From an optimization exercise on the open Yosys and OpenROAD flow, aimed at small area, a short achievable clock period and few clock cycles; shortcuts taken in it are not production practice. The RTL was checked by simulation tests, not by an equivalence proof against the original design.

`flow/design.v`:
```
module cvu_crc_engine (
    input  wire        clk,
    input  wire        rst,
    output wire        ready,
    input  wire        start,
    input  wire [3:0]  preset,
    input  wire [6:0]  width,
    input  wire [63:0] poly,
    input  wire [63:0] init,
    input  wire [63:0] xorout,
    input  wire        refin,
    input  wire        refout,
    input  wire [24:0] length,
    input  wire [7:0]  control,
    input  wire [7:0]  checker_sel,
    input  wire [31:0] alive_ofs,
    input  wire [63:0] seed,
    input  wire [63:0] expect_val,
    output wire        in_ready,
    input  wire        in_valid,
    input  wire [31:0] in_data,
    input  wire        in_err,
    input  wire        alive_clr,
    input  wire [5:0]  alive_clr_id,
    output wire        done,
    output wire [63:0] result,
    output wire [7:0]  status,
    output wire [7:0]  alive
);
    localparam S_OK       = 3'd0;
    localparam S_MISMATCH = 3'd1;
    localparam S_REPEAT   = 3'd2;
    localparam S_STALE    = 3'd3;
    localparam S_FIELD    = 3'd4;
    localparam S_MEMORY   = 3'd6;
    integer i, j, n, k;
    function [63:0] rev64(input [63:0] x);
        integer q;
        for (q = 0; q < 64; q = q + 1) rev64[q] = x[63 - q];
    endfunction
    function [7:0] rev8(input [7:0] x);
        integer q;
        for (q = 0; q < 8; q = q + 1) rev8[q] = x[7 - q];
    endfunction
    reg        busy;        
    reg        st1, st2, st3;   
    reg        eok;         
    reg        fe;          
    reg        inr;         
    reg        allin;       
    reg        memerr;
    reg [3:0]  d_pre;
    reg [6:0]  d_w;         
    reg        d_ri, d_ro;
    reg [4:0]  d_ctl;       
    reg [5:0]  d_chk;
    reg        rsv;         
    reg [63:0] seed_r;      
    reg [22:0] cnt;         
    reg        tl;          
    reg [1:0]  pad;         
    reg [22:0] oc;          
    reg [1:0]  ob;          
    reg        o_hi;        
    reg [3:0]  ctr;
    reg        d_refin, d_refl;
    reg [63:0] crc;         
    reg [31:8] extra;       
    reg [63:0] pal;         
    reg [31:0] gs;          
    reg [63:0] ev;          
    reg [31:0] wd;          
    reg        wv;
    reg [31:8] prev;        
    reg        chk_valid_r;
    reg [3:0]  chk_last_r;
    reg        upd;
    reg        clr_q;
    reg [5:0]  clr_id_q;
    reg [63:0] chk_valid;
    reg [3:0]  chk_last [0:63];
    reg        done_r;
    reg [63:0] result_r;    
    reg [2:0]  status_r;
    reg [3:0]  alive_hi;
    reg [1:0]  alive_lo;
    assign ready    = ~busy;
    assign in_ready = inr;
    assign done     = done_r;
    assign result   = result_r;
    assign status   = {5'd0, status_r};
    assign alive    = {alive_hi, 2'b00, alive_lo};
    wire c_check    = d_ctl[0];
    wire c_seed_en  = d_ctl[1];
    wire c_partial  = d_ctl[2];
    wire c_alive_lo = d_ctl[3];
    wire c_alive_en = d_ctl[4];
    reg        p_is;
    reg [6:0]  p_w;
    reg [63:0] p_pal, p_init, p_xorout;
    reg        p_refin, p_refout;
    wire [8:1] pd;
    genvar gp;
    generate
        for (gp = 1; gp <= 8; gp = gp + 1) begin : g_pd
            assign pd[gp] = (d_pre == gp);
        end
    endgenerate
    always @(*) begin
        p_is     = |pd;
        p_w      = ({7{pd[1]}} & 7'd32) | ({7{pd[2]}} & 7'd16) | ({7{pd[3]}} & 7'd32) |
                   ({7{pd[4]}} & 7'd64) | ({7{pd[5]}} & 7'd8)  | ({7{pd[6]}} & 7'd15) |
                   ({7{pd[7]}} & 7'd3)  | ({7{pd[8]}} & 7'd24);
        p_pal    = ({64{pd[1]}} & (64'h1EDC6F41 << 32)) | ({64{pd[2]}} & (64'h1021 << 48)) |
                   ({64{pd[3]}} & (64'h04C11DB7 << 32)) | ({64{pd[4]}} & 64'h42F0E1EBA9EA3693) |
                   ({64{pd[5]}} & (64'h2F << 56))       | ({64{pd[6]}} & (64'h4599 << 49)) |
                   ({64{pd[7]}} & (64'h3 << 61))        | ({64{pd[8]}} & (64'h864CFB << 40));
        p_init   = ({64{pd[1] | pd[3]}} & 64'hFFFFFFFF) | ({64{pd[2]}} & 64'hFFFF) |
                   ({64{pd[4]}} & 64'hFFFFFFFFFFFFFFFF) | ({64{pd[5]}} & 64'hFF) |
                   ({64{pd[8]}} & 64'hB704CE);
        p_xorout = ({64{pd[1] | pd[3]}} & 64'hFFFFFFFF) | ({64{pd[4]}} & 64'hFFFFFFFFFFFFFFFF) |
                   ({64{pd[5]}} & 64'hFF) | ({64{pd[7]}} & 64'h7);
        p_refin  = pd[1] | pd[3] | pd[4];
        p_refout = pd[1] | pd[3] | pd[4];
    end
    wire [6:0] w_eff = p_is ? p_w : d_w;
    wire [63:0] sh_in  = st1 ? pal : st2 ? crc : st3 ? ev : rev64(crc);
    wire [63:0] sh_out = d_w[6] ? sh_in : ({sh_in[62:0], 1'b0} << (~d_w[5:0]));
    wire [95:0] sv96   = {sh_out, 32'd0} >> {pad, 3'b000};
    reg [31:0] v, tt;
    reg [63:0] crc_step;
    always @(*) begin
        v = crc[63:32] ^ wd;        
        for (j = 0; j < 32; j = j + 1) begin
            tt[31 - j] = 1'b0;
            for (i = 0; i <= j; i = i + 1)
                tt[31 - j] = tt[31 - j] ^ (gs[j - i] & v[31 - i]);
        end
        crc_step = {crc[31:0], extra, 8'd0};
        for (j = 0; j < 32; j = j + 1)
            crc_step = crc_step ^ ({64{tt[31 - j]}} & (pal << (31 - j)));
    end
    reg [31:0] ff, gg, hh, gn;
    always @(*) begin
        ff[0] = 1'b1;
        for (k = 1; k < 32; k = k + 1) ff[k] = pal[64 - k];
        gg = 32'd1;
        for (n = 1; n < 32; n = n * 2) begin
            hh = 32'd0;
            for (i = 0; i < n; i = i + 1) hh[2 * i] = gg[i];
            gn = 32'd0;
            for (k = 0; k < 2 * n; k = k + 1)
                for (i = 0; i <= k; i = i + 2)
                    gn[k] = gn[k] ^ (ff[k - i] & hh[i]);
            gg = gn;
        end
    end
    reg [63:0] hi_mask;     
    always @(*) begin
        for (i = 0; i < 64; i = i + 1)
            hi_mask[i] = (w_eff <= i);
    end
    wire [1:0]  len10  = 2'd0 - pad;
    wire        ofs_ge = o_hi || ({oc, ob} >= {cnt, len10});
    wire        fe_now = rsv || ((seed_r & hi_mask) != 64'd0) ||
                         ((ev & hi_mask) != 64'd0) || (c_alive_en && ofs_ge);
    wire [63:0] x_eff  = c_partial ? 64'd0 : p_is ? p_xorout : result_r;
    wire take    = in_valid & inr;
    wire last_bt = (cnt == 23'd0) | ((cnt == 23'd1) & ~tl);
    reg [7:0]  wb [0:3];
    reg [31:0] wnew;
    always @(*) begin
        for (k = 0; k < 4; k = k + 1) begin
            case (pad)
                2'd0: wb[k] = in_data[8*k +: 8];
                2'd1: wb[k] = (k < 1) ? prev[8*(3+k) +: 8] : in_data[8*(k-1) +: 8];
                2'd2: wb[k] = (k < 2) ? prev[8*(2+k) +: 8] : in_data[8*(k-2) +: 8];
                default: wb[k] = (k < 3) ? prev[8*(1+k) +: 8] : in_data[8*(k-3) +: 8];
            endcase
            wnew[31 - 8*k -: 8] = d_refin ? rev8(wb[k]) : wb[k];
        end
    end
    wire [7:0] ctr_byte = in_data[8*ob +: 8];
    wire [3:0] ctr_in   = c_alive_lo ? ctr_byte[3:0] : ctr_byte[7:4];
    wire [63:0] res_val = (d_refl ? rev64(crc) : rev64(sh_out)) ^ result_r;
    wire mism        = c_check & (crc != ev);
    wire [3:0] delta = ctr - chk_last_r;
    wire fin_fe  = st2 & fe;
    wire fin_mem = busy & memerr;
    wire fin_ok  = busy & eok & allin & ~wv & ~memerr;
    always @(posedge clk) begin
        wd     <= wnew;
        seed_r <= seed;
        if (rst) begin
            busy   <= 1'b0;
            st1    <= 1'b0;
            st2    <= 1'b0;
            st3    <= 1'b0;
            eok    <= 1'b0;
            inr    <= 1'b0;
            wv     <= 1'b0;
            memerr <= 1'b0;
            upd    <= 1'b0;
            done_r <= 1'b0;
            clr_q  <= 1'b0;
            chk_valid <= 64'd0;
        end else begin
            done_r <= 1'b0;
            upd    <= 1'b0;
            st1    <= 1'b0;
            st2    <= st1;
            st3    <= st2 & ~fe;
            if (st3) eok <= 1'b1;
            clr_q    <= alive_clr;
            clr_id_q <= alive_clr_id;
            if (upd) begin
                chk_valid[d_chk] <= 1'b1;
                chk_last[d_chk]  <= ctr;
            end
            if (clr_q)
                chk_valid[clr_id_q] <= 1'b0;
            if (start & ~busy) begin
                busy      <= 1'b1;
                st1       <= 1'b1;
            end
            if (~busy) begin
                eok       <= 1'b0;
                memerr    <= 1'b0;
                d_pre     <= preset;
                d_w       <= width;
                d_ri      <= refin;
                d_ro      <= refout;
                d_ctl     <= control[4:0];
                d_chk     <= checker_sel[5:0];
                rsv       <= (control[7:6] != 2'b00) || (checker_sel[7:6] != 2'b00);
                cnt       <= length[24:2];
                tl        <= (length[1:0] != 2'd0);
                pad       <= 2'd0 - length[1:0];
                oc        <= alive_ofs[24:2];
                ob        <= alive_ofs[1:0];
                o_hi      <= (alive_ofs[31:25] != 7'd0);
                crc       <= init;
                pal       <= poly;
                ev        <= expect_val;
                result_r  <= xorout;
                prev      <= 24'd0;
            end
            if (st1) begin
                if (p_is) d_w <= p_w;
                d_refin  <= p_is ? p_refin : d_ri;
                d_refl   <= (p_is ? p_refout : d_ro) & ~c_partial;
                pal      <= p_is ? p_pal : sh_out;
                if (c_seed_en)  crc <= seed_r;
                else if (p_is)  crc <= p_init;
                ev       <= ev ^ x_eff;
                result_r <= x_eff;
                fe       <= fe_now;
                inr      <= ((cnt != 23'd0) | tl) & ~fe_now;
                allin    <= (cnt == 23'd0) & ~tl;
                chk_valid_r <= chk_valid[d_chk];
                chk_last_r  <= chk_last[d_chk];
            end
            if (st2) begin
                crc   <= sv96[95:32];
                extra <= sv96[31:8];
                gs    <= gg;
            end
            if (st3)
                ev <= d_refl ? rev64(ev) : sh_out;
            if (wv) begin
                crc   <= crc_step;
                extra <= 24'd0;
            end
            wv <= 1'b0;
            if (take) begin
                if (in_err) begin
                    memerr <= 1'b1;
                    inr    <= 1'b0;
                end else begin
                    wv   <= 1'b1;
                    prev <= in_data[31:8];
                    if (cnt != 23'd0) cnt <= cnt - 23'd1;
                    else              tl  <= 1'b0;
                    oc <= oc - 23'd1;
                    if (oc == 23'd0) ctr <= ctr_in;
                    if (last_bt) begin
                        inr   <= 1'b0;
                        allin <= 1'b1;
                    end
                end
            end
            if (fin_fe) begin
                busy     <= 1'b0;
                done_r   <= 1'b1;
                result_r <= 64'd0;
                status_r <= S_FIELD;
                alive_hi <= 4'd0;
                alive_lo <= 2'd0;
            end else if (fin_mem) begin
                busy     <= 1'b0;
                done_r   <= 1'b1;
                memerr   <= 1'b0;
                result_r <= 64'd0;
                status_r <= S_MEMORY;
                alive_hi <= 4'd0;
                alive_lo <= 2'd0;
            end else if (fin_ok) begin
                busy     <= 1'b0;
                done_r   <= 1'b1;
                result_r <= res_val;
                alive_hi <= c_alive_en ? ctr : 4'd0;
                if (mism) begin
                    status_r <= S_MISMATCH;
                    alive_lo <= 2'd0;
                end else if (!c_alive_en) begin
                    status_r <= S_OK;
                    alive_lo <= 2'd0;
                end else if (!chk_valid_r || delta == 4'd1) begin
                    status_r <= S_OK;
                    alive_lo <= 2'd1;
                    upd      <= 1'b1;
                end else if (delta == 4'd0) begin
                    status_r <= S_REPEAT;
                    alive_lo <= 2'd3;
                end else if (delta[3] == 1'b0) begin
                    status_r <= S_OK;
                    alive_lo <= 2'd2;
                    upd      <= 1'b1;
                end else begin
                    status_r <= S_STALE;
                    alive_lo <= 2'd3;
                end
            end
        end
    end
endmodule
```
`flow/run.sh`:
```
#!/bin/bash
# synth_recipe.tcl (not shown) runs the flow's synth.tcl, then flattens the netlist and writes it again
# the make line also repeats each setting of config.mk as NAME=value (left out here)
make -C /OpenROAD-flow-scripts/flow DESIGN_CONFIG=/design/flow/config.mk WORK_HOME=/design/flow/orfs CLKGATE_MAP_FILE= SYNTH_SCRIPT=/design/flow/synth_recipe.tcl finish
```
`flow/config.mk`:
```
export PLATFORM = sky130hd
export DESIGN_NAME = cvu_crc_engine
export DESIGN_NICKNAME = cvu_crc_engine
export VERILOG_FILES = /design/flow/design.v
export SDC_FILE = /design/flow/constraint.sdc
export NUM_CORES = 4
export LEC_CHECK = 0
export CAP_MARGIN = 20
export CORE_MARGIN = 2
export CORE_UTILIZATION = 30
export SETUP_SLACK_MARGIN = 0.5
export SLEW_MARGIN = 20
```
`flow/constraint.sdc`:
```
create_clock -name core_clock -period 22.0 [get_ports {clk}]
set_input_delay 4.4000 -clock core_clock [delete_from_list [all_inputs] [get_ports {clk}]]
set_output_delay 4.4000 -clock core_clock [all_outputs]
set_load 0.01 [all_outputs]
```
==> results of run 1 <==
==> worst min-delay path, stage by stage (launching register included) <==
cell     delay, ps
dfxtp_1        310
nor2_1          80
nor3_1          40
==> per-stage QoR <==
step | setup slack [ps] | util | std cells
2_1_floorplan | 12420 | - | 10540
3_3_place_gp | 14440 | 0.3338 | 14220
3_5_place_dp | 14470 | 0.3338 | 14220
4_1_cts | 15190 | 0.3450 | 14380
5_1_grt | 15070 | 0.3458 | 14410
6_report | 15160 | 0.3462 | 14450
==> per-layer routing <==
layer	vias to the layer above	track usage	wire length, um
met5	-	0	314
met3	1371	0.1028	59490
li1	35600	-	-
met2	6202	0.4150	181000
met1	40170	0.3701	164200
met4	28	0.2047	35330
==> state kept, by name, summed over array words and instances, names as in the netlist, 5 cells and up <==
name / count
prev: 24
gs: 31
cnt: 23
oc: 23
chk_last: 256
pal: 64
d_ctl: 5
seed_r: 64
d_chk: 6
clr_id_q: 6
wd: 32
extra: 24
d_w: 7
ev: 64
crc: 64
result_r: 64
chk_valid: 64
==> logic make-up (layout without fill, tap and decap cells) <==
family | Yosys count | in the layout | share of synthesized area
DFF | 867 | 867 | 0.2851
xor gates and xnor gates | 2436 | 2436 | 0.2677
adders and majority gates | 52 | 52 | 0.007685
buffers and inverters | 1082 | 1198 | 0.05242
and+or+nand+nor | 3862 | 3862 | 0.1820
AOI/OAI and AO/OA | 1650 | 1650 | 0.1241
muxes | 580 | 580 | 0.08086
other | 1 | 63 | 0.00004396
==> worst paths after layout <==
kind                            startpoint  endpoint  slack, ps  cells after the start
worst max register to register     crc[40]   crc[29]      15380                     14
worst max-delay path                   rst     ev[4]      15160                      8
worst min-delay path                   eok       eok        480                      2
worst min register to register         eok       eok        480                      2
==> layout make-up <==
cell class,instances,share of cell area
Inverter,165,0.006512
Antenna cell,56,0.001433
Sequential cell,867,0.2489
Multi-Input combinational cell,8587,0.5829
Tap cell,3743,0.04789
Clock inverter,60,0.007702
Timing Repair Buffer,864,0.07998
Clock buffer,109,0.02473
==> cell usage in the layout (no fill, tap or decap), drive strengths merged, types with 89 or more instances in the layout <==
cell type / instances
xnor2: 1838
xnor3: 89
dfxtp: 171
buf: 338
nor3: 153
inv: 159
nand2: 2390
clkdlybuf4s50: 523
o21ai: 408
xor2: 508
a21oi: 485
clkbuf: 112
a211oi: 93
nor2: 956
edfxtp: 696
mux2i: 418
==> impl_metrics.csv, run 1 <==
group,metric,value,unit
grt,grt_max_degree,107,
cts,cts_sinks,867,
synth,synth.most_common_cell,"nand2_1",
routing,vias,83370,
cts,postCtsHoldBufs,0,
timing,final-max-slew-violation-count,0,
worst_setup_path,cp.required,22350,ps
grt,grt_pass1_vias,74910,
synth,synthTopCellsByArea,"edfxtp_1 (24%), xnor2_1 (19%), nand2_1 (11%), xor2_1 (5.0%), mux2i_1 (4.9%)",
cts,clockBufferDepth,3,
floorplanning,die-area,0.2886,mm^2
timing,relSlewSlack,0.08399,
placed_design,portBuffers,524,
synth,ys_seq_elements,867,
worst_setup_path,path_cells,"buf_4 > buf_4 > nor2_4 > nor2_1 > inv_2 > buf_4 > a21o_2 > buf_4",
floorplanning,die_w,537.3,um
timing,tightestPinTransition,1374,ps
timing,final-hold-violation-count,0,
worst_setup_path,crit_slowest_cell,"buf_4",
timing,period_needed,6844,ps
timing,setup_violations,0,
timing,fmax,146.1,MHz
floorplanning,die_h,537.3,um
finish,drive_gt1_frac,0.07520,
timing,skew,77.97,ps
routing,first_pass_iters,11,
synth,yosys.area.top_type,"edfxtp_1",
synth,synth_edf_count,696,
cts,path_clk_slew,60,ps
worst_hold_path,min_path_type,"flop to flop",
worst_setup_path,cpPeakStageDelay,780,ps
grt,gr-total-overflow,0,
finish,multi_input_area,0.05701,mm^2
grt,track_usage,0.2933,
timing,post-route-period-util,0.3111,
finish,fin_nets,11080,
routing,wl_per_cell,30.47,um
finish,ff_latch_area,0.02434,mm^2
floorplanning,coreArea,0.2825,mm^2
synth,async_flop_share,0,
cts,cts_tree,"yes",
worst_setup_path,cp_common_cell,"buf_4",
grt,antenna_found_initial,77,
flow_run,maxCapViolations,0,
routing,final_antenna_net_count,0,
cts,clk_latency,790,ps
routing,wirelength,440300,um
synth,avgSynthCellArea,8.101,um^2
placed_design,gp_congestion,1.077,
timing,rsz0062_at_grt,"false",
worst_setup_path,worstSetupPathType,"input port to flop",
placed_design,place_area,0.09430,mm^2
cts,htreeDepth,3,
routing,drt_iter0_drc,12760,
synth,yosysWarnings,2,
synth,synth-seq-area-share,0.2851,
timing,tns,0,ps
run_status,status,"finished clean",
floorplanning,fp-row-count,195,
worst_setup_path,critPathLaunchType,"input port",
floorplanning,ioPinCount,533,
synth,syn_area,0.08531,mm^2
placed_design,dpl.hpwl,313500,um
worst_setup_path,critical_path_arrival,7190,ps
synth,yosysTopAreaCellShare,0.2450,
synth,synthesis.instances,10530,
routing,route.detailed.drc,0,
synth,ys_types,85,
cts,cts-root-buf,"clkbuf_16",
finish,finish.instance_area,0.09780,mm^2
synth,ys.flop_type,"edfxtp_1",
cts,cts_buffers,90,
cts,cts_resized,0,
worst_setup_path,crit_fanout,65,
worst_setup_path,crit_path_end_kind,"flop",
worst_setup_path,critPathTopFamily,"buffers and inverters",
finish,area_growth,14.64,%
routing,via_per_inst,5.769,
grt,grt_pass1_wl,605700,um
worst_setup_path,path_buf_inv,5,
synth,yosys-top-cells-count,"nand2_1 (2388), xnor2_1 (1821), nor2_1 (956)",
timing,hold_ws,477.9,ps
floorplanning,initial_core_util,0.3019,
cts,cts_setup_buffers,0,
finish,fillers,29540,
Testbench counts, summed over its fixed seeds: cycles 129,731.
==> run 2, diff against run 1 <==
--- a/flow/design.v
+++ b/flow/design.v
@@ -44,4 +44,5 @@
     endfunction
     reg        busy;        
+    reg        rdy;         
     reg        st1, st2, st3;   
     reg        eok;         
@@ -85,5 +86,5 @@
     reg [3:0]  alive_hi;
     reg [1:0]  alive_lo;
-    assign ready    = ~busy;
+    assign ready    = rdy;
     assign in_ready = inr;
     assign done     = done_r;
@@ -149,6 +150,6 @@
             hh = 32'd0;
             for (i = 0; i < n; i = i + 1) hh[2 * i] = gg[i];
-            gn = 32'd0;
-            for (k = 0; k < 2 * n; k = k + 1)
+            gn = gg;                
+            for (k = n; k < 2 * n; k = k + 1)
                 for (i = 0; i <= k; i = i + 2)
                     gn[k] = gn[k] ^ (ff[k - i] & hh[i]);
@@ -189,9 +190,10 @@
     wire fin_mem = busy & memerr;
     wire fin_ok  = busy & eok & allin & ~wv & ~memerr;
+    wire upd_ok  = ~mism & c_alive_en & (~chk_valid_r | (delta != 4'd0 & ~delta[3]));
+    wire [22:0] cnt_dec = (cnt == 23'd0) ? cnt : cnt - 23'd1;
     always @(posedge clk) begin
-        wd     <= wnew;
-        seed_r <= seed;
         if (rst) begin
             busy   <= 1'b0;
+            rdy    <= 1'b1;
             st1    <= 1'b0;
             st2    <= 1'b0;
@@ -199,4 +201,5 @@
             eok    <= 1'b0;
             inr    <= 1'b0;
+            allin  <= 1'b0;
             wv     <= 1'b0;
             memerr <= 1'b0;
@@ -206,129 +209,125 @@
             chk_valid <= 64'd0;
         end else begin
-            done_r <= 1'b0;
-            upd    <= 1'b0;
-            st1    <= 1'b0;
+            st1    <= start & ~busy;
             st2    <= st1;
             st3    <= st2 & ~fe;
-            if (st3) eok <= 1'b1;
-            clr_q    <= alive_clr;
-            clr_id_q <= alive_clr_id;
-            if (upd) begin
-                chk_valid[d_chk] <= 1'b1;
-                chk_last[d_chk]  <= ctr;
-            end
-            if (clr_q)
-                chk_valid[clr_id_q] <= 1'b0;
+            clr_q  <= alive_clr;
+            wv     <= take;
+            upd    <= fin_ok & upd_ok;
+            done_r <= fin_fe | fin_mem | fin_ok;
+            if (~busy)    eok <= 1'b0;
+            else if (st3) eok <= 1'b1;
             if (start & ~busy) begin
-                busy      <= 1'b1;
-                st1       <= 1'b1;
-            end
-            if (~busy) begin
-                eok       <= 1'b0;
-                memerr    <= 1'b0;
-                d_pre     <= preset;
-                d_w       <= width;
-                d_ri      <= refin;
-                d_ro      <= refout;
-                d_ctl     <= control[4:0];
-                d_chk     <= checker_sel[5:0];
-                rsv       <= (control[7:6] != 2'b00) || (checker_sel[7:6] != 2'b00);
-                cnt       <= length[24:2];
-                tl        <= (length[1:0] != 2'd0);
-                pad       <= 2'd0 - length[1:0];
-                oc        <= alive_ofs[24:2];
-                ob        <= alive_ofs[1:0];
-                o_hi      <= (alive_ofs[31:25] != 7'd0);
-                crc       <= init;
-                pal       <= poly;
-                ev        <= expect_val;
-                result_r  <= xorout;
-                prev      <= 24'd0;
+                busy <= 1'b1;
+                rdy  <= 1'b0;
+            end else if (fin_fe | fin_mem | fin_ok) begin
+                busy <= 1'b0;
+                rdy  <= 1'b1;
             end
+            if (~busy | fin_mem)    memerr <= 1'b0;
+            else if (take & in_err) memerr <= 1'b1;
             if (st1) begin
-                if (p_is) d_w <= p_w;
-                d_refin  <= p_is ? p_refin : d_ri;
-                d_refl   <= (p_is ? p_refout : d_ro) & ~c_partial;
-                pal      <= p_is ? p_pal : sh_out;
-                if (c_seed_en)  crc <= seed_r;
-                else if (p_is)  crc <= p_init;
-                ev       <= ev ^ x_eff;
-                result_r <= x_eff;
-                fe       <= fe_now;
-                inr      <= ((cnt != 23'd0) | tl) & ~fe_now;
-                allin    <= (cnt == 23'd0) & ~tl;
-                chk_valid_r <= chk_valid[d_chk];
-                chk_last_r  <= chk_last[d_chk];
-            end
-            if (st2) begin
-                crc   <= sv96[95:32];
-                extra <= sv96[31:8];
-                gs    <= gg;
-            end
-            if (st3)
-                ev <= d_refl ? rev64(ev) : sh_out;
-            if (wv) begin
-                crc   <= crc_step;
-                extra <= 24'd0;
+                inr   <= ((cnt != 23'd0) | tl) & ~fe_now;
+                allin <= (cnt == 23'd0) & ~tl;
+            end else if (take & (in_err | last_bt)) begin
+                inr   <= 1'b0;
+                allin <= 1'b1;
             end
-            wv <= 1'b0;
-            if (take) begin
-                if (in_err) begin
-                    memerr <= 1'b1;
-                    inr    <= 1'b0;
-                end else begin
-                    wv   <= 1'b1;
-                    prev <= in_data[31:8];
-                    if (cnt != 23'd0) cnt <= cnt - 23'd1;
-                    else              tl  <= 1'b0;
-                    oc <= oc - 23'd1;
-                    if (oc == 23'd0) ctr <= ctr_in;
-                    if (last_bt) begin
-                        inr   <= 1'b0;
-                        allin <= 1'b1;
-                    end
-                end
-            end
-            if (fin_fe) begin
-                busy     <= 1'b0;
-                done_r   <= 1'b1;
-                result_r <= 64'd0;
-                status_r <= S_FIELD;
-                alive_hi <= 4'd0;
+            if (upd)
+                chk_valid[d_chk] <= 1'b1;
+            if (clr_q)
+                chk_valid[clr_id_q] <= 1'b0;
+        end
+    end
+    always @(posedge clk) begin
+        wd          <= wnew;
+        seed_r      <= seed;
+        gs          <= gg;          
+        chk_valid_r <= chk_valid[d_chk];
+        chk_last_r  <= chk_last[d_chk];
+        clr_id_q    <= alive_clr_id;
+        if (upd)
+            chk_last[d_chk] <= ctr;
+        if (~busy) begin
+            d_pre     <= preset;
+            d_w       <= width;
+            d_ri      <= refin;
+            d_ro      <= refout;
+            d_ctl     <= control[4:0];
+            d_chk     <= checker_sel[5:0];
+            rsv       <= (control[7:6] != 2'b00) || (checker_sel[7:6] != 2'b00);
+            tl        <= (length[1:0] != 2'd0);
+            pad       <= 2'd0 - length[1:0];
+            ob        <= alive_ofs[1:0];
+            o_hi      <= (alive_ofs[31:25] != 7'd0);
+        end else if (st1) begin
+            if (p_is) d_w <= p_w;
+        end else if (take & (cnt == 23'd0)) begin
+            tl <= 1'b0;
+        end
+        if (st1) begin
+            d_refin <= p_is ? p_refin : d_ri;
+            d_refl  <= (p_is ? p_refout : d_ro) & ~c_partial;
+            fe      <= fe_now;
+        end
+        if (~busy) begin
+            cnt  <= length[24:2];
+            oc   <= alive_ofs[24:2];
+            prev <= 24'd0;
+        end else if (take) begin
+            cnt  <= cnt_dec;
+            oc   <= oc - 23'd1;
+            prev <= in_data[31:8];
+        end
+        if (take & (oc == 23'd0))
+            ctr <= ctr_in;
+        if (~busy)    pal <= poly;
+        else if (st1) pal <= p_is ? p_pal : sh_out;
+        if (~busy)
+            crc <= init;
+        else if (st1) begin
+            if (c_seed_en)  crc <= seed_r;
+            else if (p_is)  crc <= p_init;
+        end else if (st2)
+            crc <= sv96[95:32];
+        else if (wv)
+            crc <= crc_step;
+        if (st2)      extra <= sv96[31:8];
+        else if (wv)  extra <= 24'd0;
+        if (~busy)    ev <= expect_val;
+        else if (st1) ev <= ev ^ x_eff;
+        else if (st3) ev <= d_refl ? rev64(ev) : sh_out;
+        if (~busy)
+            result_r <= xorout;
+        else if (st1)
+            result_r <= x_eff;
+        else if (fin_fe | fin_mem)
+            result_r <= 64'd0;
+        else if (fin_ok)
+            result_r <= res_val;
+        if (fin_fe | fin_mem) begin
+            status_r <= fin_fe ? S_FIELD : S_MEMORY;
+            alive_hi <= 4'd0;
+            alive_lo <= 2'd0;
+        end else if (fin_ok) begin
+            alive_hi <= c_alive_en ? ctr : 4'd0;
+            if (mism) begin
+                status_r <= S_MISMATCH;
                 alive_lo <= 2'd0;
-            end else if (fin_mem) begin
-                busy     <= 1'b0;
-                done_r   <= 1'b1;
-                memerr   <= 1'b0;
-                result_r <= 64'd0;
-                status_r <= S_MEMORY;
-                alive_hi <= 4'd0;
+            end else if (!c_alive_en) begin
+                status_r <= S_OK;
                 alive_lo <= 2'd0;
-            end else if (fin_ok) begin
-                busy     <= 1'b0;
-                done_r   <= 1'b1;
-                result_r <= res_val;
-                alive_hi <= c_alive_en ? ctr : 4'd0;
-                if (mism) begin
-                    status_r <= S_MISMATCH;
-                    alive_lo <= 2'd0;
-                end else if (!c_alive_en) begin
-                    status_r <= S_OK;
-                    alive_lo <= 2'd0;
-                end else if (!chk_valid_r || delta == 4'd1) begin
-                    status_r <= S_OK;
-                    alive_lo <= 2'd1;
-                    upd      <= 1'b1;
-                end else if (delta == 4'd0) begin
-                    status_r <= S_REPEAT;
-                    alive_lo <= 2'd3;
-                end else if (delta[3] == 1'b0) begin
-                    status_r <= S_OK;
-                    alive_lo <= 2'd2;
-                    upd      <= 1'b1;
-                end else begin
-                    status_r <= S_STALE;
-                    alive_lo <= 2'd3;
-                end
+            end else if (!chk_valid_r || delta == 4'd1) begin
+                status_r <= S_OK;
+                alive_lo <= 2'd1;
+            end else if (delta == 4'd0) begin
+                status_r <= S_REPEAT;
+                alive_lo <= 2'd3;
+            end else if (delta[3] == 1'b0) begin
+                status_r <= S_OK;
+                alive_lo <= 2'd2;
+            end else begin
+                status_r <= S_STALE;
+                alive_lo <= 2'd3;
             end
         end
==> flow/flow/run.sh (new file) <==
#!/bin/bash
set -euo pipefail
bash standard.sh SETUP_SLACK_MARGIN=16 MATCH_CELL_FOOTPRINT=0 finish > flow_make.log 2>&1
==> flow/standard.sh (new file) <==
#!/bin/bash
# synth_recipe.tcl (not shown) runs the flow's synth.tcl, then flattens the netlist and writes it again
# the make line also repeats each setting of config.mk as NAME=value (left out here)
make -C /OpenROAD-flow-scripts/flow DESIGN_CONFIG=/design/flow/config.mk WORK_HOME=/design/flow/orfs CLKGATE_MAP_FILE= SYNTH_SCRIPT=/design/flow/synth_recipe.tcl "${@:-finish}"
removed: flow/run.sh
==> impl_metrics.csv, run 2 <==
group,metric,value,unit
cts,clockBufferDepth,3,
cts,cts_sinks,868,
worst_setup_path,path_buf_inv,3,
timing,period_needed,6177,ps
cts,clk_latency,840,ps
worst_setup_path,cp.required,22410,ps
worst_setup_path,crit_path_end_kind,"flop",
finish,final_cell_mix,"nand2_1 (2248), xnor2_1 (1799), nor2_1 (958)",
worst_setup_path,critPathTopFamily,"XOR/XNOR gates",
floorplanning,initial_core_util,0.3011,
finish,fin_cells,13930,
worst_hold_path,min_path_type,"flop to flop",
grt,grt_pass1_wl,620100,um
synth,yosysWarnings,2,
synth,synthesis.instances,10040,
finish,multi_input_area,0.05505,mm^2
floorplanning,die-area,0.2786,mm^2
placed_design,portBuffers,524,
synth,syn_area,0.08231,mm^2
synth,ys_types,84,
timing,tns,0,ps
synth,async_flop_share,0,
worst_setup_path,reg2reg_depth,16,
grt,grt_max_degree,113,
timing,fmax,161.9,MHz
floorplanning,die_w,527.8,um
worst_setup_path,crit_fanout,32,
finish,drive_gt1_frac,0.08788,
placed_design,dp_cells,13660,
routing,final_antenna_net_count,0,
synth,synth-seq-area-share,0.2869,
synth,yosysTopAreaCellShare,0.2273,
timing,rsz0062_at_grt,"false",
timing,tightestPinTransition,1277,ps
finish,final_common_cell,"nand2_1",
finish,ff_latch_area,0.02363,mm^2
worst_setup_path,critPathLaunchType,"flop",
cts,cts_tree,"yes",
worst_setup_path,path_cells,"xnor2_2 > buf_4 > nor2_1 > xnor2_1 > xnor2_1 > xnor3_1 > xnor3_2 > buf_4 > buf_4 > nand2_1 > xnor2_1 > xnor2_1 > xnor3_1 > xnor2_1 > xnor2_1 > o221ai_1",
synth,ys_seq_elements,868,
timing,final-hold-violation-count,0,
worst_setup_path,cpPeakStageDelay,730,ps
timing,skew,93.53,ps
finish,regMostFlops,"chk_last",
timing,post-route-period-util,0.2808,
floorplanning,ioPinCount,533,
floorplanning,coreArea,0.2734,mm^2
finish,fillers,28340,
routing,route.detailed.drc,0,
floorplanning,die_h,527.8,um
synth,avgSynthCellArea,8.197,um^2
routing,wl_per_cell,32.68,um
cts,path_clk_slew,70,ps
run_status,status,"finished clean",
placed_design,dpl.hpwl,331300,um
finish,fin_nets,10720,
cts,postCtsHoldBufs,0,
synth,synth.most_common_cell,"nand2_1",
worst_setup_path,cp_common_cell,"xnor2_1",
finish,largest_reg_flops,256,
timing,setup_violations,0,
grt,antenna_found_initial,65,
routing,wirelength,455300,um
synth,synth_edf_count,623,
synth,yosys-top-cells-count,"nand2_1 (2250), xnor2_1 (1821), nor2_1 (962)",
grt,gr-total-overflow,0,
cts,htreeDepth,3,
timing,hold_ws,449.7,ps
worst_setup_path,worstSetupPathType,"flop to flop",
finish,area_growth,16.71,%
worst_setup_path,crit_slowest_cell,"edfxtp_1",
worst_setup_path,critical_path_arrival,6590,ps
routing,drt_iter0_drc,11920,
floorplanning,fp-row-count,192,
placed_design,gp_congestion,1.079,
synth,synthTopCellsByArea,"edfxtp_1 (23%), xnor2_1 (19%), nand2_1 (10%), dfxtp_1 (6.0%), xor2_1 (4.8%)",
cts,cts_buffers,104,
synth,ys.flop_type,"edfxtp_1",
worst_setup_path,cp.depth,16,
grt,grt_pass1_vias,73630,
timing,relSlewSlack,0.1319,
routing,vias,80190,
routing,first_pass_iters,8,
grt,track_usage,0.3148,
flow_run,maxCapViolations,0,
cts,cts-root-buf,"clkbuf_16",
routing,via_per_inst,5.756,
timing,final-max-slew-violation-count,0,
synth,yosys.area.top_type,"edfxtp_1",
worst_hold_path,hold_depth,2,
==> run 2: cell count changes after synthesis, sizes merged, moves of 48 or more <==
cell    previous run  this run
a221o             70        22
a22oi             88       188
clkbuf           574       518
dfxtp            171       245
edfxtp           696       623
mux2i            418       247
nand2           2390      2251
xor2             508       454
==> run 2: routing by layer <==
layer | vias to the layer above | routed length (um) | global-route usage
li1 | 34130 | - | -
met1 | 39140 | 176000 | 0.4065
met2 | 5774 | 185000 | 0.4450
met3 | 1125 | 59660 | 0.1065
met4 | 16 | 34620 | 0.2018
met5 | - | 113 | 0
==> run 2: path summary, 6_finish.rpt <==
kind                  from  endpoint  slack [ps]
setup / recovery   crc[54]   crc[19]       15820
hold / removal    prev[15]  prev[15]         450
setup reg to reg   crc[54]   crc[19]       15820
hold reg to reg   prev[15]  prev[15]         450
==> run 2: timing repair <==
action                     4_1_cts  5_1_grt
pin swaps                        2        0
setup buffers                   23       14
cloned                           1        0
gates resized for setup        108       24
hold endpoints to repair         0        0
setup endpoints to repair      118       23
==> run 2: cell families (layout without fill, tap and decap cells) <==
family | after synthesis | after routing | synth area share
AO/OA/AOI/OAI | 1650 | 1650 | 0.1280
XOR/XNOR | 2428 | 2429 | 0.2832
adder cells (fa/ha/maj) | 51 | 51 | 0.007844
buffers and inverters | 1017 | 1278 | 0.05170
flip-flops | 868 | 868 | 0.2869
multiplexers | 422 | 422 | 0.06793
other | 1 | 41 | 0.00004556
AND/OR/NAND/NOR | 3604 | 3604 | 0.1744
==> run 2: cell type report <==
cell class	count	area share
Clock buffer	125	0.02843
Timing Repair Buffer	915	0.08837
Inverter	166	0.006734
Multi-Input combinational cell	8163	0.5730
Antenna cell	34	0.0008856
Tap cell	3589	0.04674
Sequential cell	868	0.2460
Clock inverter	72	0.009807
==> run 2: stage by stage <==
stage	utilization	setup slack [ps]	instance area [um^2]
after floorplan	-	16040	82330
after global placement	0.3345	15410	91450
after detailed placement	0.3345	15430	91450
final	0.3514	15820	96070
after global routing	0.3512	16000	96000
after CTS	0.3498	15970	95630
==> run 2: worst register-to-register path, cell delays in order (launching register included) <==
cell and delay [ps]:
edfxtp_1 730, xnor2_2 420, buf_4 330, nor2_1 90, xnor2_1 220, xnor2_1 160, xnor3_1 280, xnor3_2 400
buf_4 430, buf_4 570, nand2_1 190, xnor2_1 220, xnor2_1 140, xnor3_1 430, xnor2_1 170, xnor2_1 590
o221ai_1 410
Testbench counts of run 2, summed over its fixed seeds: cycles 129,731.
==> run 3, diff against run 2 <==
--- a/flow/design.v
+++ b/flow/design.v
@@ -71,5 +71,5 @@
     reg [31:0] gs;          
     reg [63:0] ev;          
-    reg [31:0] wd;          
+    reg [31:0] vr;          
     reg        wv;
     reg [31:8] prev;        
@@ -126,5 +126,7 @@
     end
     wire [6:0] w_eff = p_is ? p_w : d_w;
-    wire [63:0] sh_in  = st1 ? pal : st2 ? crc : st3 ? ev : rev64(crc);
+    wire        sh_fin = ~(st1 | st2 | st3);
+    wire [63:0] sh_in  = ({64{st1}} & pal) | ({64{st2}} & crc) | ({64{st3}} & ev) |
+                         ({64{sh_fin}} & rev64(crc));
     wire [63:0] sh_out = d_w[6] ? sh_in : ({sh_in[62:0], 1'b0} << (~d_w[5:0]));
     wire [95:0] sv96   = {sh_out, 32'd0} >> {pad, 3'b000};
@@ -132,5 +134,5 @@
     reg [63:0] crc_step;
     always @(*) begin
-        v = crc[63:32] ^ wd;        
+        v = vr;                     
         for (j = 0; j < 32; j = j + 1) begin
             tt[31 - j] = 1'b0;
@@ -241,5 +243,4 @@
     end
     always @(posedge clk) begin
-        wd          <= wnew;
         seed_r      <= seed;
         gs          <= gg;          
@@ -284,26 +285,28 @@
         if (~busy)    pal <= poly;
         else if (st1) pal <= p_is ? p_pal : sh_out;
-        if (~busy)
+        vr <= (wv ? crc_step[63:32] : st2 ? sv96[95:64] : crc[63:32]) ^ wnew;
+        if (wv)
+            crc <= crc_step;
+        else if (st2)
+            crc <= sv96[95:32];
+        else if (~busy)
             crc <= init;
         else if (st1) begin
             if (c_seed_en)  crc <= seed_r;
             else if (p_is)  crc <= p_init;
-        end else if (st2)
-            crc <= sv96[95:32];
-        else if (wv)
-            crc <= crc_step;
-        if (st2)      extra <= sv96[31:8];
-        else if (wv)  extra <= 24'd0;
+        end
+        if (wv)       extra <= 24'd0;
+        else if (st2) extra <= sv96[31:8];
         if (~busy)    ev <= expect_val;
         else if (st1) ev <= ev ^ x_eff;
         else if (st3) ev <= d_refl ? rev64(ev) : sh_out;
-        if (~busy)
+        if (fin_ok)
+            result_r <= res_val;
+        else if (fin_fe | fin_mem)
+            result_r <= 64'd0;
+        else if (~busy)
             result_r <= xorout;
         else if (st1)
             result_r <= x_eff;
-        else if (fin_fe | fin_mem)
-            result_r <= 64'd0;
-        else if (fin_ok)
-            result_r <= res_val;
         if (fin_fe | fin_mem) begin
             status_r <= fin_fe ? S_FIELD : S_MEMORY;
==> flow/flow/run.sh (replaced) <==
#!/bin/bash
# Layout flow: the standard layout (standard.sh runs the standard
# synthesis and the ORFS steps unchanged) with three settings changed:
#  - timing repair aims at a setup slack of 16.5 ns instead of 0.5 ns, so it
#    keeps shortening paths after the 22 ns clock is met;
#  - repair may swap a cell for one with another footprint;
set -euo pipefail
bash standard.sh SETUP_SLACK_MARGIN=16.5 MATCH_CELL_FOOTPRINT=0 \
    "BUFFER_PORTS_ARGS=-buffer_cell sky130_fd_sc_hd__buf_1" finish > flow_make.log 2>&1
==> impl_metrics.csv, run 3 <==
group,metric,value,unit
finish,fin_nets,10740,
synth,synthTopCellsByArea,"edfxtp_1 (22%), xnor2_1 (18%), nand2_1 (12%), dfxtp_1 (6.6%), xor2_1 (6.5%)",
worst_setup_path,critPathTopFamily,"flip-flops",
synth,synth-seq-area-share,0.2875,
placed_design,dpl.hpwl,312200,um
synth,ys.flop_type,"edfxtp_1",
synth,yosysTopAreaCellShare,0.2213,
grt,track_usage,0.3063,
worst_setup_path,crit_fanout,2,
flow_run,maxCapViolations,0,
timing,post-route-period-util,0.2629,
finish,largest_reg_flops,256,
routing,drt_iter0_drc,12850,
cts,clockBufferDepth,3,
routing,wirelength,441300,um
finish,fin_cells,13930,
synth,yosys.area.top_type,"edfxtp_1",
worst_setup_path,reg2reg_depth,14,
synth,yosys-top-cells-count,"nand2_1 (2579), xnor2_1 (1684), nor2_1 (652)",
finish,final_common_cell,"nand2_1",
worst_setup_path,setup.worst_path.start,"result_r[27]",
grt,antenna_found_initial,68,
cts,htreeDepth,3,
worst_setup_path,cp.required,17600,ps
routing,via_per_inst,5.742,
timing,tightestPinTransition,1297,ps
worst_setup_path,critical_path_arrival,1380,ps
worst_setup_path,path_cells,"buf_6",
finish,drive_gt1_frac,0.09485,
routing,route.detailed.drc,0,
timing,tns,0,ps
synth,async_flop_share,0,
timing,rsz0062_at_grt,"true",
worst_setup_path,r2r_start,"st3",
worst_hold_path,hold_depth,1,
synth,synthesis.instances,10040,
synth,avgSynthCellArea,8.094,um^2
routing,first_pass_iters,11,
cts,cts_tree,"yes",
timing,final-hold-violation-count,0,
grt,grt_pass1_wl,601700,um
worst_setup_path,r2r-end,"vr[16]",
worst_hold_path,min_path_type,"flop to flop",
finish,fillers,28370,
placed_design,portBuffers,524,
worst_setup_path,critPathLaunchType,"flop",
synth,yosysWarnings,2,
cts,clk_latency,780,ps
timing,relSlewSlack,0.1299,
placed_design,dp_cells,13630,
routing,wl_per_cell,31.69,um
cts,path_clk_slew,70,ps
worst_setup_path,worstSetupPathType,"flop to primary output",
grt,grt_pass1_vias,72440,
grt,grt_max_degree,109,
worst_hold_path,whs_endpoint,"st3",
finish,regMostFlops,"chk_last",
finish,final_cell_mix,"nand2_1 (2574), xnor2_1 (1676), nor2_1 (646)",
timing,period_needed,5783,ps
cts,cts_sinks,868,
synth,syn_area,0.08130,mm^2
floorplanning,die_h,524.6,um
floorplanning,coreArea,0.2703,mm^2
synth,synth.most_common_cell,"nand2_1",
worst_setup_path,ff2ff_setup_slack,16230,ps
synth,ys_seq_elements,868,
finish,area_growth,12.25,%
routing,vias,79970,
synth,ys_types,98,
floorplanning,ioPinCount,533,
cts,cts_buffers,88,
placed_design,gp_congestion,1.104,
worst_setup_path,cpPeakStageDelay,470,ps
routing,final_antenna_net_count,0,
timing,skew,68.69,ps
cts,postCtsHoldBufs,0,
finish,postLayoutCoreUtil,0.3376,
timing,fmax,172.9,MHz
synth,synth_edf_count,599,
worst_setup_path,path_buf_inv,1,
run_status,status,"finished clean",
worst_hold_path,min_from,"fe",
floorplanning,die-area,0.2752,mm^2
timing,setup_violations,0,
floorplanning,die_w,524.6,um
worst_setup_path,crit_slowest_cell,"edfxtp_1",
grt,gr-total-overflow,0,
worst_setup_path,crit_path_end_kind,"primary output",
floorplanning,fp-row-count,191,
floorplanning,initial_core_util,0.3008,
cts,cts-root-buf,"clkbuf_16",
timing,final-max-slew-violation-count,0,
-- run 3: worst max-delay path by stage --
stage | to | cells after the start | slack [ps]
floorplan | ctr[0] | 3 | 16490
global placement | vr[18] | 14 | 15500
detailed placement | vr[18] | 14 | 15630
CTS | result[27] | 1 | 16150
global route | result[27] | 1 | 16180
finish | result[27] | 1 | 16220
-- run 3: area by class of cell --
cell class	instances	area [um^2]	area share
Clock inverter	51	684.4	0.007500
Tap cell	3570	4467	0.04895
Multi-Input combinational cell	8170	53920	0.5909
Sequential cell	868	23430	0.2567
Timing Repair Buffer	970	5644	0.06185
Clock buffer	112	2467	0.02704
Antenna cell	46	115.1	0.001261
Inverter	140	534.3	0.005855
-- run 3: metrics by stage --
step | setup slack, ps | instance area, um^2 | hold slack [ps]
2_1_floorplan | 16490 | 81340 | 416.8
3_3_place_gp | 15500 | 86730 | 431.7
3_5_place_dp | 15630 | 86740 | 428.0
4_1_cts | 16150 | 90680 | 437.8
5_1_grt | 16180 | 91170 | 456.3
6_report | 16220 | 91260 | 438.6
-- run 3: logic make-up after synthesis --
group,after synthesis,synth area share
compound gates,1740,0.1369
mux,308,0.05157
flops,868,0.2875
simple gates,3651,0.1791
buf+inv,1012,0.05614
other cells,1,0.00004613
xor+xnor,2412,0.2808
fa+ha+maj,52,0.008065
-- run 3: metal layers --
layer	share of wire	global-route usage
met5	0.00099	0.001905
met4	0.086	0.2244
met3	0.12	0.09399
met2	0.41	0.4387
met1	0.38	0.3860
-- run 3: timing repair --
item	CTS	global route
hold endpoints to repair	0	0
pin swaps	4	0
resized for setup	176	52
buffers inserted	52	31
endpoints found under the setup margin	153	123
Testbench counts of run 3, summed over its fixed seeds: cycles 129,731.
==> run 4, diff against run 3 <==
--- a/flow/design.v
+++ b/flow/design.v
@@ -57,5 +57,5 @@
     reg [5:0]  d_chk;
     reg        rsv;         
-    reg [63:0] seed_r;      
+    reg [63:48] seed_hi;    
     reg [22:0] cnt;         
     reg        tl;          
@@ -166,4 +166,5 @@
     wire [1:0]  len10  = 2'd0 - pad;
     wire        ofs_ge = o_hi || ({oc, ob} >= {cnt, len10});
+    wire [63:0] seed_r = {seed_hi, extra, prev};
     wire        fe_now = rsv || ((seed_r & hi_mask) != 64'd0) ||
                          ((ev & hi_mask) != 64'd0) || (c_alive_en && ofs_ge);
@@ -243,5 +244,5 @@
     end
     always @(posedge clk) begin
-        seed_r      <= seed;
+        seed_hi     <= seed[63:48];
         gs          <= gg;          
         chk_valid_r <= chk_valid[d_chk];
@@ -275,4 +276,6 @@
             cnt  <= length[24:2];
             oc   <= alive_ofs[24:2];
+            prev <= seed[23:0];
+        end else if (st1) begin
             prev <= 24'd0;
         end else if (take) begin
@@ -296,6 +299,7 @@
             else if (p_is)  crc <= p_init;
         end
-        if (wv)       extra <= 24'd0;
-        else if (st2) extra <= sv96[31:8];
+        if (wv)         extra <= 24'd0;
+        else if (st2)   extra <= sv96[31:8];
+        else if (~busy) extra <= seed[47:24];
         if (~busy)    ev <= expect_val;
         else if (st1) ev <= ev ^ x_eff;
==> impl_metrics.csv, run 4 <==
group,metric,value,unit
timing,setup_ws,16130,ps
worst_setup_path,cpPeakStageDelay,500,ps
grt,grt_max_degree,139,
finish,largest_reg_flops,256,
finish,postLayoutCoreUtil,0.3417,
cts,clk_latency,830,ps
worst_setup_path,crit_fanout,1,
placed_design,place_area,0.08648,mm^2
routing,first_pass_iters,12,
floorplanning,initial_core_util,0.3013,
placed_design,portBuffers,524,
worst_setup_path,cp.required,17600,ps
timing,rsz0062_at_grt,"true",
worst_setup_path,critical_path_arrival,1470,ps
synth,syn_area,0.08065,mm^2
timing,final-hold-violation-count,0,
finish,drive_gt1_frac,0.09787,
placed_design,dpl.hpwl,355600,um
timing,post-route-period-util,0.2668,
floorplanning,coreArea,0.2677,mm^2
timing,tns,0,ps
cts,cts-root-buf,"clkbuf_16",
grt,antenna_found_initial,102,
finish,finish.instance_area,0.09147,mm^2
finish,regMostFlops,"chk_last",
routing,wirelength,499700,um
worst_hold_path,min_path_type,"flop to flop",
synth,yosys.area.top_type,"edfxtp_1",
synth,avgSynthCellArea,8.051,um^2
grt,grt_pass1_vias,74630,
grt,grt_util_met3,0.1239,
synth,synth-seq-area-share,0.2809,
worst_hold_path,min_from,"eok",
synth,synthTopCellsByArea,"edfxtp_1 (23%), xnor2_1 (18%), nand2_1 (12%), xor2_1 (6.2%), dfxtp_1 (4.9%)",
grt,top_usage_layer,"met2",
routing,route.detailed.drc,0,
cts,clockBufferDepth,3,
finish,fin_nets,10750,
grt,globalRouteMet1Util,0.4464,
cts,path_clk_slew,60,ps
grt,grt_pass1_wl,665900,um
cts,cts_sinks,820,
worst_setup_path,r2r-end,"crc[10]",
grt,gr-total-overflow,0,
grt,use_met2,0.4900,
synth,yosysWarnings,2,
synth,synthesis.instances,10020,
routing,wl_per_cell,35.87,um
cts,cts_buffers,98,
worst_hold_path,hold_depth,2,
worst_setup_path,crit_slowest_cell,"edfxtp_1",
routing,final_antenna_net_count,0,
floorplanning,die_w,522.5,um
timing,period_needed,5870,ps
routing,drt_iter0_drc,15300,
worst_setup_path,critPathTopFamily,"flip-flops",
worst_setup_path,r2r_start,"st2",
cts,htreeDepth,3,
synth,ys_seq_elements,820,
finish,final_common_cell,"nand2_1",
floorplanning,die-area,0.2730,mm^2
placed_design,gp_congestion,1.113,
synth,yosysTopAreaCellShare,0.2320,
worst_setup_path,ff2ff_setup_slack,16200,ps
worst_setup_path,worstSetupPathType,"flop to primary output",
timing,setup_violations,0,
routing,vias,83570,
timing,tightestPinTransition,1367,ps
finish,fillers,28220,
worst_hold_path,whs_endpoint,"eok",
timing,skew,98.82,ps
timing,relSlewSlack,0.08288,
synth,ys.flop_type,"edfxtp_1",
finish,multi_input_area,0.05447,mm^2
floorplanning,fp-row-count,190,
worst_setup_path,path_cells,"buf_1",
cts,cts_tree,"yes",
finish,area_growth,13.41,%
finish,final_cell_mix,"nand2_1 (2563), xnor2_1 (1674), nor2_1 (632)",
worst_setup_path,critPathLaunchType,"flop",
worst_setup_path,crit_path_end_kind,"primary output",
floorplanning,ioPinCount,533,
routing,via_per_inst,6.000,
flow_run,maxCapViolations,0,
floorplanning,die_h,522.5,um
grt,track_usage,0.3517,
timing,fmax,170.4,MHz
synth,async_flop_share,0,
synth,yosys-top-cells-count,"nand2_1 (2568), xnor2_1 (1688), nor2_1 (641)",
synth,synth.most_common_cell,"nand2_1",
timing,final-max-slew-violation-count,0,
synth,synth_edf_count,623,
synth,ys_types,94,
worst_setup_path,path_buf_inv,1,
worst_setup_path,reg2reg_depth,11,
finish,ff_latch_area,0.02271,mm^2
run_status,status,"finished clean",
placed_design,post-place-ws,15660,ps
## run 4: repair_timing
| action | CTS | global route |
|---|---|---|
| pin swaps | 7 | 5 |
| hold buffers | 0 | 0 |
| endpoints found under the setup margin | 191 | 156 |
| buffers inserted | 62 | 36 |
| resized for setup | 185 | 97 |
| cloned | 1 | 1 |
## run 4: how the worst max path moves through the flow
stage               depth (start not counted)        end   startpoint  slack [ps]
global placement                           16        inr       d_w[6]       15590
detailed placement                         14     vr[22]          st1       15660
floorplan                                   3     cnt[0]     in_valid       16340
CTS                                         1  status[0]  status_r[0]       16080
finish                                      1  status[0]  status_r[0]       16130
global route                                1  status[0]  status_r[0]       16120
## run 4: final cells by class
| class | instances | share of cell area |
|---|---|---|
| diodes | 47 | 0.001286 |
| clock buffers | 124 | 0.02927 |
| clock inverters | 59 | 0.006922 |
| inverters | 138 | 0.005773 |
| multi-input cells | 8189 | 0.5955 |
| flip-flops and latches | 820 | 0.2483 |
| well taps | 3552 | 0.04859 |
| repair buffers | 1000 | 0.06436 |
## run 4: cell families after synthesis
group | after synthesis | share of synthesized area
and+or+nand+nor | 3591 | 0.1774
xor gates and xnor gates | 2406 | 0.2864
AOI/OAI and AO/OA | 1838 | 0.1498
buffers and inverters | 1016 | 0.05479
DFF | 820 | 0.2809
muxes | 294 | 0.04254
adders and majority gates | 52 | 0.008144
other | 1 | 0.00004650
## run 4: metal layers
metal | routed length [um] | up-vias
met5 | 307 | -
met3 | 69260 | 1580
met4 | 45200 | 44
met1 | 186600 | 40700
li1 | - | 34420
met2 | 198300 | 6826
## run 4: per-stage QoR
step           hold WS (ps)  cells
2_1_floorplan         426.0  10020
3_3_place_gp          437.5  13600
3_5_place_dp          445.8  13600
4_1_cts               461.6  13850
5_1_grt               475.4  13890
6_report              460.9  13930
## run 4: tightest hold or removal path, cell delays in order (launching register included)
cell and delay, ps:
dfxtp_1 320, nor2_1 40, nor2_1 70
Testbench counts of run 4, summed over its fixed seeds: cycles 129,731.

## re-timing with driven ports
How much do the figures lean on ideal ports? The routed layouts below were timed once more, with nothing changed but the port constraints. Step 1 assumes that a clkbuf_16 drives the clock port and a buf_2 every other input. Step 2 times the ports against the registers' clock, not the clock port: input delays grow and output delays shrink by t, the midpoint of the rising clock arrivals with the driver on. Slacks: ideal ports / drivers / drivers and shift; pairs: ideal ports / drivers.
run	t, ns	slack for setup (ns)	clock arrival spread, ns	slew at the worst register clock pin (ns)
run 1	0.849	15.156 / 15.225 / 14.376	0.078 / 0.078	0.08 / 0.08
run 2	0.885	15.823 / 15.823 / 15.429	0.094 / 0.093	0.09 / 0.09
run 3	0.837	16.217 / 16.129 / 15.930	0.069 / 0.069	0.08 / 0.08
run 4	0.871	16.130 / 16.040 / 15.792	0.098 / 0.099	0.09 / 0.09
After both steps every run listed still meets setup and hold. For run 1, which loses most, drivers alone change the setup slack by +0.069 ns; drivers and shift together by -0.780 ns.
